Context: an optimization exercise on an open-source flow, tuned for small area, a short achievable clock period and few clock cycles. The choices shown serve that exercise and are no tape-out recipe.
Function was checked by simulation only, so behaviour that the tests miss may differ from the original.

==> design/flow/design.v <==
module loop_law (
    input  wire        clk,
    input  wire        rst,
    input  wire        wr_en,
    input  wire [5:0]  addr,
    input  wire [63:0] wdata,
    output reg  [63:0] rdata,
    input  wire        start,
    input  wire [31:0] r,
    input  wire [31:0] y,
    input  wire        trk,
    input  wire [31:0] t,
    input  wire        first,
    output wire        ready,
    output reg         done,
    output reg  [31:0] out,
    output reg         sat
);
    localparam [4:0] MS_IDLE = 5'd0,
                     MS_PID1 = 5'd1,  MS_PID2 = 5'd2,  MS_PID3 = 5'd3,
                     MS_PID4 = 5'd4,  MS_PID5 = 5'd5,  MS_BUB  = 5'd6,
                     MS_IU   = 5'd7,
                     MS_LL1  = 5'd8,  MS_LL2  = 5'd9,  MS_LL3  = 5'd10,
                     MS_SA   = 5'd11, MS_SB   = 5'd12, MS_SC   = 5'd13,
                     MS_SD   = 5'd14, MS_SE   = 5'd15,
                     MS_TA   = 5'd16, MS_TB   = 5'd17, MS_TC   = 5'd18;
    localparam [2:0] X_E = 3'd0, X_DD = 3'd1, X_V = 3'd2, X_Z = 3'd3,
                     X_T = 3'd4, X_DHI = 3'd5, X_DLO = 3'd6;
    localparam [1:0] AC_ACC = 2'd0, AC_ZERO = 2'd1, AC_RND = 2'd2, AC_TSH = 2'd3;
    localparam [2:0] AD_NONE = 3'd0, AD_DD = 3'd1, AD_I = 3'd2, AD_X = 3'd3,
                     AD_S1 = 3'd4, AD_S2 = 3'd5;
    localparam [2:0] DS_ACC = 3'd0, DS_DD = 3'd1, DS_I = 3'd2, DS_X = 3'd3,
                     DS_S1 = 3'd4, DS_S2 = 3'd5, DS_V = 3'd6, DS_Z = 3'd7;
    wire [36:0] coef [0:23];        
    reg [1:0]  strct;
    reg [2:0]  nsec;
    reg [1:0]  flags;
    reg [31:0] umin, umax, rmax;
    reg [63:0] st_i, st_dd, st_x;
    wire [63:0] st_s1 [0:3];
    wire [63:0] st_s2 [0:3];
    reg [31:0] eprev, yprev, outprev;
    reg [4:0]  ms;                  
    reg [1:0]  q;                   
    reg [31:0] e_r, y_r, t_r;
    reg        trk_r, first_r;
    reg [32:0] dd_r;
    reg [31:0] v_r, z_r;
    reg        sat_acc;
    reg [5:0]  addr_r;
    reg        a_val, a_fin;
    reg [1:0]  a_acc;
    reg        a_neg, a_lo, a_addneg;
    reg [2:0]  a_add, a_dst;
    reg [1:0]  a_q;
    reg        a_iu;
    reg [64:0] p_r;
    reg [4:0]  sh_r;
    reg [98:0] acc;
    wire idle = (ms == MS_IDLE);
    assign ready = idle;
    wire [4:0] sb = 5'd4 + {q, 2'b00} + {3'b000, q};
    reg [4:0] m_j;
    reg [2:0] m_x;
    always @* begin
        m_j = 5'd2; m_x = X_DLO;
        case (ms)
            MS_PID1: begin m_j = 5'd2; m_x = X_DLO; end
            MS_PID2: begin m_j = 5'd2; m_x = X_DHI; end
            MS_PID3: begin m_j = 5'd3; m_x = X_DD;  end
            MS_PID4: begin m_j = 5'd0; m_x = X_E;   end
            MS_PID5: begin m_j = 5'd1; m_x = X_E;   end
            MS_IU:   begin m_j = 5'd1; m_x = X_E;   end
            MS_LL1:  begin m_j = 5'd0; m_x = X_E;   end
            MS_LL2:  begin m_j = 5'd1; m_x = X_E;   end
            MS_LL3:  begin m_j = 5'd2; m_x = X_V;   end
            MS_SA:   begin m_j = sb;          m_x = X_V; end
            MS_SB:   begin m_j = sb + 5'd1;   m_x = X_V; end
            MS_SC:   begin m_j = sb + 5'd3;   m_x = X_Z; end
            MS_SD:   begin m_j = sb + 5'd2;   m_x = X_V; end
            MS_SE:   begin m_j = sb + 5'd4;   m_x = X_Z; end
            MS_TA:   begin m_j = sb;          m_x = X_T; end
            MS_TB:   begin m_j = sb + 5'd2;   m_x = X_T; end
            MS_TC:   begin m_j = sb + 5'd4;   m_x = X_T; end
            default: ;
        endcase
    end
    wire [4:0]  cj   = (idle && !a_fin) ? addr_r[4:0] : m_j;
    wire [36:0] cw   = (cj < 5'd24) ? coef[cj] : 37'd0;
    reg [32:0] m_xv;
    always @* begin
        case (m_x)
            X_E:     m_xv = {e_r[31], e_r};
            X_DD:    m_xv = dd_r;
            X_V:     m_xv = {v_r[31], v_r};
            X_Z:     m_xv = {z_r[31], z_r};
            X_T:     m_xv = {t_r[31], t_r};
            X_DHI:   m_xv = {st_dd[63], st_dd[63:32]};
            default: m_xv = {1'b0, st_dd[31:0]};
        endcase
    end
    wire signed [31:0] mul_a = cw[31:0];
    wire signed [32:0] mul_b = m_xv;
    wire signed [64:0] prod  = mul_a * mul_b;
    reg [63:0] ad_v;                
    always @* begin
        if (a_val) begin
            case (a_add)
                AD_DD:   ad_v = st_dd;
                AD_I:    ad_v = st_i;
                AD_X:    ad_v = st_x;
                AD_S1:   ad_v = st_s1[a_q];
                AD_S2:   ad_v = st_s2[a_q];
                default: ad_v = 64'd0;
            endcase
        end else begin
            case (addr_r)
                6'd28: ad_v = st_i;
                6'd29: ad_v = st_dd;
                6'd30: ad_v = st_x;
                6'd31: ad_v = st_s1[0];
                6'd32: ad_v = st_s1[1];
                6'd33: ad_v = st_s1[2];
                6'd34: ad_v = st_s1[3];
                6'd35: ad_v = st_s2[0];
                6'd36: ad_v = st_s2[1];
                6'd37: ad_v = st_s2[2];
                6'd38: ad_v = st_s2[3];
                default: ad_v = 64'd0;
            endcase
        end
    end
    wire [98:0] p_x  = {{34{p_r[64]}}, p_r};
    wire [98:0] t_s0 = p_x << (~sh_r);
    wire [98:0] t_sh = {t_s0[97:0], 1'b0};                  
    wire [98:0] t_l  = a_lo ? {{32{t_sh[98]}}, t_sh[98:32]} : t_sh;
    wire        cin1 = a_neg | (a_lo & t_sh[31]);
    wire [98:0] t_n  = a_neg ? ~t_l : t_l;
    reg [98:0] acc_in;
    always @* begin
        case (a_acc)
            AC_ACC:  acc_in = acc;
            AC_RND:  acc_in = 99'd1 << 31;
            AC_TSH:  acc_in = {{35{t_r[31]}}, t_r, 32'd0};
            default: acc_in = 99'd0;
        endcase
    end
    wire [98:0] ad_x = {{35{ad_v[63]}}, ad_v};
    wire [98:0] ad_n = a_addneg ? ~ad_x : ad_x;
    wire [98:0] cs_s = acc_in ^ t_n ^ ad_n;
    wire [98:0] cs_c = (acc_in & t_n) | (acc_in & ad_n) | (t_n & ad_n);
    wire [98:0] sum  = cs_s + {cs_c[97:0], cin1} + {98'd0, a_addneg};
    wire        ovf    = ~((&sum[98:63]) | ~(|sum[98:63]));
    wire [63:0] st_val = ovf ? {sum[98], {63{~sum[98]}}} : sum[63:0];
    wire [31:0] sg_val = ovf ? {sum[98], {31{~sum[98]}}} : sum[63:32];
    wire signed [33:0] v_x    = {{2{v_r[31]}}, v_r};
    wire signed [33:0] umin_x = {{2{umin[31]}}, umin};
    wire signed [33:0] umax_x = {{2{umax[31]}}, umax};
    wire signed [33:0] lo_c   = {{2{outprev[31]}}, outprev} - {{2{rmax[31]}}, rmax};
    wire signed [33:0] hi_c   = {{2{outprev[31]}}, outprev} + {{2{rmax[31]}}, rmax};
    reg  signed [33:0] lo_q, hi_q;
    reg         rm_nz, mn_lt_lo, mn_gt_lo, mx_lt_lo, mn_gt_hi, mx_gt_hi, mx_lt_hi;
    always @(posedge clk) begin
        lo_q <= lo_c;
        hi_q <= hi_c;
        rm_nz    <= (rmax != 32'd0);
        mn_lt_lo <= (umin_x < lo_c);
        mn_gt_lo <= (umin_x > lo_c);
        mx_lt_lo <= (umax_x < lo_c);
        mn_gt_hi <= (umin_x > hi_c);
        mx_gt_hi <= (umax_x > hi_c);
        mx_lt_hi <= (umax_x < hi_c);
    end
    wire c_a   = v_x < umin_x;
    wire c_b   = v_x > umax_x;
    wire c_c   = v_x < lo_q;
    wire c_d   = v_x > hi_q;
    wire c_elo = (v_x == lo_q);
    wire c_ehi = (v_x == hi_q);
    wire below = c_a ? mn_lt_lo : c_b ? mx_lt_lo : c_c;
    wire above = c_a ? mn_gt_hi : c_b ? mx_gt_hi : c_d;
    wire w_lo  = rm_nz & below;
    wire w_hi  = rm_nz & ~below & above;
    wire w_mn  = ~w_lo & ~w_hi & c_a;
    wire w_mx  = ~w_lo & ~w_hi & ~c_a & c_b;
    wire w_v   = ~w_lo & ~w_hi & ~c_a & ~c_b;
    wire [31:0] lim_lo = mn_gt_lo ? umin : mx_lt_lo ? umax : lo_q[31:0];
    wire [31:0] lim_hi = mn_gt_hi ? umin : mx_lt_hi ? umax : hi_q[31:0];
    wire [31:0] lim_out = w_lo ? lim_lo : w_hi ? lim_hi : w_mn ? umin : w_mx ? umax : v_r;
    wire clamped = ~w_v & ~(w_lo & c_elo) & ~(w_hi & c_ehi);
    wire v_gt_w  = w_mx | (w_lo & ~c_c & ~c_elo) | (w_hi & c_d);
    wire di_pos  = ~p_r[64] & (|p_r[63:0]);
    wire di_nz   = |p_r;
    wire windup  = clamped & di_nz & (di_pos == v_gt_w);
    wire        a_st   = a_val && (a_dst != DS_ACC);
    wire        a_wr   = a_st && !(a_iu && windup);
    wire [63:0] s_bus  = rst ? 64'd0 : wr_en ? wdata : st_val;
    wire [36:0] c_bus  = rst ? 37'd0 : wdata[36:0];
    wire [31:0] w_bus  = rst ? 32'd0 : wdata[31:0];
    wire        hw     = wr_en;
    genvar g;
    generate
        for (g = 0; g < 24; g = g + 1) begin : g_coef
            reg [36:0] q;
            always @(posedge clk)
                if (rst || (hw && addr == g)) q <= c_bus;
            assign coef[g] = q;
        end
        for (g = 0; g < 4; g = g + 1) begin : g_sec
            reg [63:0] s1, s2;
            always @(posedge clk) begin
                if (rst || (hw && addr == 31 + g) || (!hw && a_st && a_dst == DS_S1 && a_q == g))
                    s1 <= s_bus;
                if (rst || (hw && addr == 35 + g) || (!hw && a_st && a_dst == DS_S2 && a_q == g))
                    s2 <= s_bus;
            end
            assign st_s1[g] = s1;
            assign st_s2[g] = s2;
        end
    endgenerate
    always @(posedge clk) begin
        if (rst || (hw && addr == 6'd28) || (!hw && a_wr && a_dst == DS_I))  st_i  <= s_bus;
        if (rst || (hw && addr == 6'd29) || (!hw && a_st && a_dst == DS_DD)) st_dd <= s_bus;
        if (rst || (hw && addr == 6'd30) || (!hw && a_st && a_dst == DS_X))  st_x  <= s_bus;
        if (rst || (hw && addr == 6'd24)) begin
            strct <= w_bus[1:0]; nsec <= w_bus[6:4]; flags <= w_bus[9:8];
        end
        if (rst || (hw && addr == 6'd25)) umin <= w_bus;
        if (rst || (hw && addr == 6'd26)) umax <= w_bus;
        if (rst || (hw && addr == 6'd27)) rmax <= w_bus;
        if (rst || (hw && addr == 6'd39) || a_fin) eprev <= rst ? 32'd0 : hw ? wdata[31:0] : e_r;
        if (rst || (hw && addr == 6'd40) || a_fin) yprev <= rst ? 32'd0 : hw ? wdata[31:0] : y_r;
        if (rst || (hw && addr == 6'd41) || a_fin) outprev <= rst ? 32'd0 : hw ? wdata[31:0] : (trk_r ? t_r : lim_out);
    end
    wire [32:0] e_w = flags[1] ? ({y[31], y} - {r[31], r}) : ({r[31], r} - {y[31], y});
    wire        e_s = (e_w[32] != e_w[31]);
    wire [31:0] e_n = e_s ? {e_w[32], {31{~e_w[32]}}} : e_w[31:0];
    wire acc_ok = idle && start;
    wire last_q = ({1'b0, q} + 3'd1 == nsec);
    wire has_s  = (nsec != 3'd0);
    reg [4:0] ms_n;
    reg       o_v, o_fin;
    reg [1:0] o_acc;
    reg       o_neg, o_lo, o_addneg, o_iu;
    reg [2:0] o_add, o_dst;
    always @* begin
        ms_n = ms;
        o_v = 1'b1; o_acc = AC_ZERO; o_neg = 1'b0; o_lo = 1'b0; o_addneg = 1'b0;
        o_add = AD_NONE; o_dst = DS_ACC; o_iu = 1'b0;
        case (ms)
            MS_IDLE: begin
                o_v = 1'b0;
                if (start) begin
                    if (strct == 2'd1) begin
                        if (a_fin) begin
                            ms_n = MS_PID2; o_v = 1'b1; o_lo = 1'b1;
                        end else
                            ms_n = MS_PID1;
                    end else if (strct == 2'd2)
                        ms_n = MS_LL1;
                    else if (has_s)
                        ms_n = trk ? MS_TA : MS_SA;
                    else begin
                        ms_n = MS_IDLE; o_v = 1'b1; o_add = AD_NONE;
                    end
                end
            end
            MS_PID1: begin ms_n = MS_PID2; o_lo = 1'b1; end
            MS_PID2: begin ms_n = MS_PID3; o_acc = AC_ACC; end
            MS_PID3: begin ms_n = MS_PID4; o_acc = AC_ACC; o_dst = DS_DD; end
            MS_PID4: begin
                if (trk_r) begin
                    ms_n = has_s ? MS_TA : MS_IDLE;
                    o_acc = AC_TSH; o_neg = 1'b1; o_add = AD_DD; o_addneg = 1'b1; o_dst = DS_I;
                end else begin
                    ms_n = MS_PID5;
                    o_acc = AC_RND; o_add = AD_DD;
                end
            end
            MS_PID5: begin ms_n = has_s ? MS_BUB : MS_IU; o_acc = AC_ACC; o_add = AD_I; o_dst = DS_V; end
            MS_BUB:  begin ms_n = MS_SA; o_v = 1'b0; end
            MS_IU:   begin ms_n = MS_IDLE; o_add = AD_I; o_dst = DS_I; o_iu = 1'b1; end
            MS_LL1: begin
                if (trk_r) begin
                    ms_n = has_s ? MS_TA : MS_IDLE;
                    o_acc = AC_TSH; o_neg = 1'b1; o_dst = DS_X;
                end else begin
                    ms_n = MS_LL2;
                    o_acc = AC_RND; o_add = AD_X; o_dst = DS_V;
                end
            end
            MS_LL2: begin ms_n = MS_LL3; end
            MS_LL3: begin ms_n = has_s ? MS_SA : MS_IDLE; o_acc = AC_ACC; o_neg = 1'b1; o_dst = DS_X; end
            MS_SA:  begin ms_n = MS_SB; o_acc = AC_RND; o_add = AD_S1; o_dst = DS_Z; end
            MS_SB:  begin ms_n = MS_SC; o_add = AD_S2; end
            MS_SC:  begin ms_n = MS_SD; o_acc = AC_ACC; o_neg = 1'b1; o_dst = DS_S1; end
            MS_SD:  begin ms_n = MS_SE; end
            MS_SE:  begin
                ms_n = !last_q ? MS_SA : (strct == 2'd1) ? MS_IU : MS_IDLE;
                o_acc = AC_ACC; o_neg = 1'b1; o_dst = DS_S2;
            end
            MS_TA:  begin ms_n = MS_TB; o_acc = AC_TSH; o_neg = 1'b1; o_dst = DS_S1; end
            MS_TB:  begin ms_n = MS_TC; end
            MS_TC:  begin ms_n = last_q ? MS_IDLE : MS_TA; o_acc = AC_ACC; o_neg = 1'b1; o_dst = DS_S2; end
            default: begin ms_n = MS_IDLE; o_v = 1'b0; end
        endcase
        o_fin = o_v && (ms_n == MS_IDLE);
    end
    always @(posedge clk) begin
        addr_r <= addr;
        p_r  <= prod;
        sh_r <= cw[36:32];
        a_acc <= o_acc; a_neg <= o_neg; a_lo <= o_lo; a_addneg <= o_addneg;
        a_add <= o_add; a_dst <= o_dst; a_q <= q; a_iu <= o_iu;
        if (flags[0])
            dd_r <= (first_r ? {y_r[31], y_r} : {yprev[31], yprev}) - {y_r[31], y_r};
        else
            dd_r <= {e_r[31], e_r} - (first_r ? {e_r[31], e_r} : {eprev[31], eprev});
        if (a_val && a_dst == DS_ACC) acc <= sum;
        if (a_val && a_dst == DS_Z) z_r <= sg_val;
        if (a_val && a_dst == DS_V) v_r <= sg_val;
        else if (ms == MS_SE) v_r <= z_r;
        else if (acc_ok) v_r <= e_n;
        if (acc_ok) begin
            e_r <= e_n; y_r <= y; t_r <= t; trk_r <= trk; first_r <= first;
        end
        if (rst) begin
            ms <= MS_IDLE; q <= 2'd0;
            a_val <= 1'b0; a_fin <= 1'b0;
            done <= 1'b0; out <= 32'd0; sat <= 1'b0; sat_acc <= 1'b0;
        end else begin
            ms <= ms_n;
            if (ms == MS_SE || ms == MS_TC) q <= q + 2'd1;
            else if (acc_ok) q <= 2'd0;
            a_val <= o_v;
            a_fin <= o_fin;
            done <= a_fin;
            if (a_fin) begin
                out <= trk_r ? t_r : lim_out;
                sat <= sat_acc | (a_wr & ovf) | (~trk_r & clamped);
            end
            if (acc_ok) sat_acc <= e_s;
            else if (a_wr) sat_acc <= sat_acc | ovf;
        end
    end
    always @* begin
        rdata = 64'd0;
        if (addr_r < 6'd24)
            rdata = {27'd0, cw};
        else if (addr_r >= 6'd28 && addr_r <= 6'd38)
            rdata = ad_v;
        else case (addr_r)
            6'd24: rdata = {54'd0, flags, 1'b0, nsec, 2'b00, strct};
            6'd25: rdata = {32'd0, umin};
            6'd26: rdata = {32'd0, umax};
            6'd27: rdata = {32'd0, rmax};
            6'd39: rdata = {32'd0, eprev};
            6'd40: rdata = {32'd0, yprev};
            6'd41: rdata = {32'd0, outprev};
            default: rdata = 64'd0;
        endcase
    end
endmodule
==> design/flow/run.sh <==
#!/bin/bash
# synth_recipe.tcl (not shown) runs the flow's synth.tcl, then flattens the netlist and writes it again
# the make line also repeats each setting of config.mk as NAME=value (left out here)
make -C /OpenROAD-flow-scripts/flow DESIGN_CONFIG=/design/flow/config.mk WORK_HOME=/design/flow/orfs CLKGATE_MAP_FILE= SYNTH_SCRIPT=/design/flow/synth_recipe.tcl finish
==> design/flow/config.mk <==
export PLATFORM = sky130hd
export DESIGN_NAME = loop_law
export DESIGN_NICKNAME = loop_law
export VERILOG_FILES = /design/flow/design.v
export SDC_FILE = /design/flow/constraint.sdc
export NUM_CORES = 4
export LEC_CHECK = 0
export CAP_MARGIN = 20
export CELL_PAD_IN_SITES_DETAIL_PLACEMENT = 2
export CELL_PAD_IN_SITES_GLOBAL_PLACEMENT = 4
export CORE_MARGIN = 2
export CORE_UTILIZATION = 25
export PLACE_DENSITY = 0.45
export SLEW_MARGIN = 20
==> design/flow/constraint.sdc <==
create_clock -name core_clock -period 25.0 [get_ports {clk}]
set_input_delay 5.0000 -clock core_clock [delete_from_list [all_inputs] [get_ports {clk}]]
set_output_delay 5.0000 -clock core_clock [all_outputs]
set_load 0.01 [all_outputs]
==> impl_metrics.py <==
metrics = {
    "run_status": {
        "status": "finished clean",
    },
    "worst_setup_path": {
        "crit_top_cell": "fa_1",
        "crit_arrival_ns": 16.20,
        "slowest_delay_ns": 0.92,
        "endpoint_kind": "register",
        "worstSetupStartpointType": "register",
        "cpMaxStageDelayCell": "o31ai_1",
        "cp_data_required_time_ns": 25.85,
        "path_class": "register to register",
        "cp_max_fo": 34,
    },
    "cells_and_area": {
        "num-fill-cells": 68874,
        "register_area_um2": 66500,
        "design_area_um2": 187000,
        "fin_util_pct": 29.2,
        "drive_above_1_share_pct": 10.8,
        "multi_input_area_um2": 87600,
        "nets": 17010,
        "syn2layout_area_growth_pct": 16.3,
    },
    "timing": {
        "slew_violations": 0,
        "fin_crit_sh_pct": 61.4,
        "hold_violations": 0,
        "tns_ns": 0,
        "finalClockSkew_ns": 0.142,
        "finalCriticalPeriod_ns": 15.35,
        "worst_slew_pin_slew_ns": 1.32,
        "hold_slack_ns": 0.507,
        "rsz0062_at_grt": "false",
        "max_slew_margin_pct": 11.4,
        "setup_viol": 0,
        "timing.fmax_mhz": 65.1,
    },
    "logic_synthesis": {
        "ys_seq_area_share_pct": 41.2,
        "synth_most_common_cell": "edfxtp_1",
        "yosys-top-cells-area": "edfxtp_1 38%, fa_1 15%, ha_1 5.8%, inv_1 3.4%, dfxtp_1 3.0%",
        "synthAdderAreaFrac_pct": 20.9,
        "synth_common_cells": "2052 x edfxtp_1, 1481 x inv_1, 1227 x nand2_1",
        "yosys.area.top_type": "edfxtp_1",
        "synth.distinct_cells": 100,
        "synthMuxAreaShare_pct": 5.52,
        "synthSimpleGateAreaFrac_pct": 9.44,
        "async_flop_share_pct": 0,
        "syn_inst": 14621,
        "syn-mean-instance-area_um2": 11.0,
        "synth_compound_area_share_pct": 14.9,
        "yosysWarningCount": 1,
        "postSynthRegisterBits": 2291,
        "synth_top_cell_area_share_pct": 38.2,
        "synth_edf_count": 2052,
        "synth_ff_type": "edfxtp_1",
        "synthesis.area_um2": 161000,
        "synth_top_family_by_area": "adder cells",
        "synth_fp_nets": 16753,
        "synthXorXnorAreaFrac_pct": 2.55,
    },
    "clock_network": {
        "cts_tree": "built",
        "post-cts-setup-buffer-count": 0,
        "htreeDepth": 5,
        "root_buffer": "clkbuf_16",
        "clock-sinks": 2291,
        "clockBufferDepth": 4,
        "cts.hold.buffers_added": 0,
        "cts.clk_slew.worst_paths_ns": 0.06,
        "clock_latency_ns": 1.04,
        "numCtsBuffers": 308,
        "cts_resized": 0,
    },
    "detailed_routing": {
        "num_vias": 128668,
        "drt-total-wl_um": 972000,
        "drc": 0,
        "drtPass1Iterations": 9,
        "detail-route-antenna-nets": 0,
        "wire_per_inst_um": 40.9,
        "viasPerCell": 5.41,
        "drt_iter0_markers": 12960,
    },
    "global_route": {
        "grt_pass1_vias": 139252,
        "antenna_found_initial": 155,
        "grt_pass1_wl_um": 1290000,
        "grt-ovfl-total": 0,
        "grt_max_degree": 65,
        "grt_usage_pct": 29.1,
    },
    "job": {
        "cap_violations": 0,
    },
    "placement": {
        "hpwl_um": 725000,
        "gp_congestion": 0.884,
        "dpl-instance-area_um2": 177000,
        "numPortBuffers": 270,
    },
    "floorplanning": {
        "fp.dieW_um": 807,
        "start_util_pct": 25.1,
        "die-area_um2": 651000,
        "fp.coreArea_um2": 642000,
        "ioPinCount": 271,
        "die_y_um": 807,
        "rows": 294,
    },
    "hold_path": {
        "hold_path_class": "register to register",
    },
}
-- metrics by stage --
step | std cells | worst slack (ns)
detailed placement | 23152 | 9.76
CTS | 23717 | 9.75
global route | 23725 | 8.91
floorplan | 14621 | 12.38
finish | 23763 | 9.65
global placement | 23149 | 9.81
-- worst paths after layout --
check             depth (start not counted)  startpoint  slack [ns]      end
setup / recovery                         50       ms[0]        9.65  p_r[64]
hold / removal                            2     out[11]        0.51  out[11]
setup reg to reg                         50       ms[0]        9.65  p_r[64]
hold reg to reg                           2     out[11]        0.51  out[11]
-- kinds of logic (layout without fill, tap and decap cells) --
family	count (synthesis)	after routing
AOI/OAI and AO/OA	3476	3476
and+or+nand+nor	3412	3412
buffers and inverters	2353	2865
DFF	2291	2291
adders and majority gates	1965	1965
muxes	654	654
xor gates and xnor gates	470	470
other	0	46
-- metal layers --
layer | vias to the layer above | track usage [%] | wire (um)
li1 | 53189 | - | -
met1 | 70205 | 39.7 | 433000
met2 | 4245 | 48.5 | 459000
met3 | 1005 | 3.34 | 47400
met4 | 24 | 8.66 | 32700
met5 | - | 0 | 166
-- placed cells by master, fill, tap and decap left out, types with 177 or more instances in the layout --
cell type / n
a222oi_1: 223
inv_1: 1480
edfxtp_1: 2052
xnor2_1: 350
a21oi_1: 849
mux4_2: 177
fa_1: 1218
a22o_1: 178
buf_4: 538
clkbuf_16: 314
a21o_1: 232
dfxtp_1: 220
mux2i_1: 362
clkdlybuf4s50_1: 267
nor2_1: 1133
a22oi_1: 365
o21ai_0: 480
ha_1: 741
nand2_1: 1216
-- layout make-up --
class | instances | area share, %
multi-input cells | 9977 | 46.7
repair buffers | 814 | 3.66
clock buffers | 370 | 4.33
well taps | 8584 | 5.73
inverters | 1486 | 2.98
flip-flops and latches | 2291 | 35.5
clock inverters | 195 | 1.06
diodes | 46 | 0.0614
-- worst max-delay path: cells and delay by family (launching register included) --
kind / cells / cell delay, ns
XOR/XNOR: 2 / 0.22
buffers and inverters: 8 / 1.70
adder cells (fa/ha/maj): 11 / 4.58
AO/OA/AOI/OAI: 18 / 5.46
flip-flops: 1 / 0.31
AND/OR/NAND/NOR: 10 / 2.58
multiplexers: 1 / 0.21
-- sequential cells by signal (all words and copies together), names as in the netlist, 33 cells and up --
register,flops
dd_r,33
g_sec.s2,256
st_x,64
hi_q,33
g_sec.s1,256
g_coef.q,888
st_dd,64
st_i,64
acc,99
p_r,65
Testbench counts, summed over its fixed seeds: cycles 149,520.

-- separate check: timing with driven ports --
How much do the figures lean on ideal ports? The routed layout below was timed once more, with nothing changed but the port constraints. Step 1, drivers: a clkbuf_16 drives clk and a buf_2 each remaining input, both assumed. Step 2 also shifts input and output timing later by t, the mid clock arrival at the registers, as if the neighbouring blocks saw the same clock. a / b / c = ideal / step 1 / step 2; a / b = the first two.
shift t [ns]: 1.119
setup WS [ns]: 9.645 / 9.645 / 9.645
latest minus earliest clock arrival (ns): 0.144 / 0.145
worst data-port slew with drivers (ns): 0.41
After both steps setup and hold are still met in this run. The setup slack of this run moves by 0.000 ns with the drivers and by 0.000 ns with both steps.
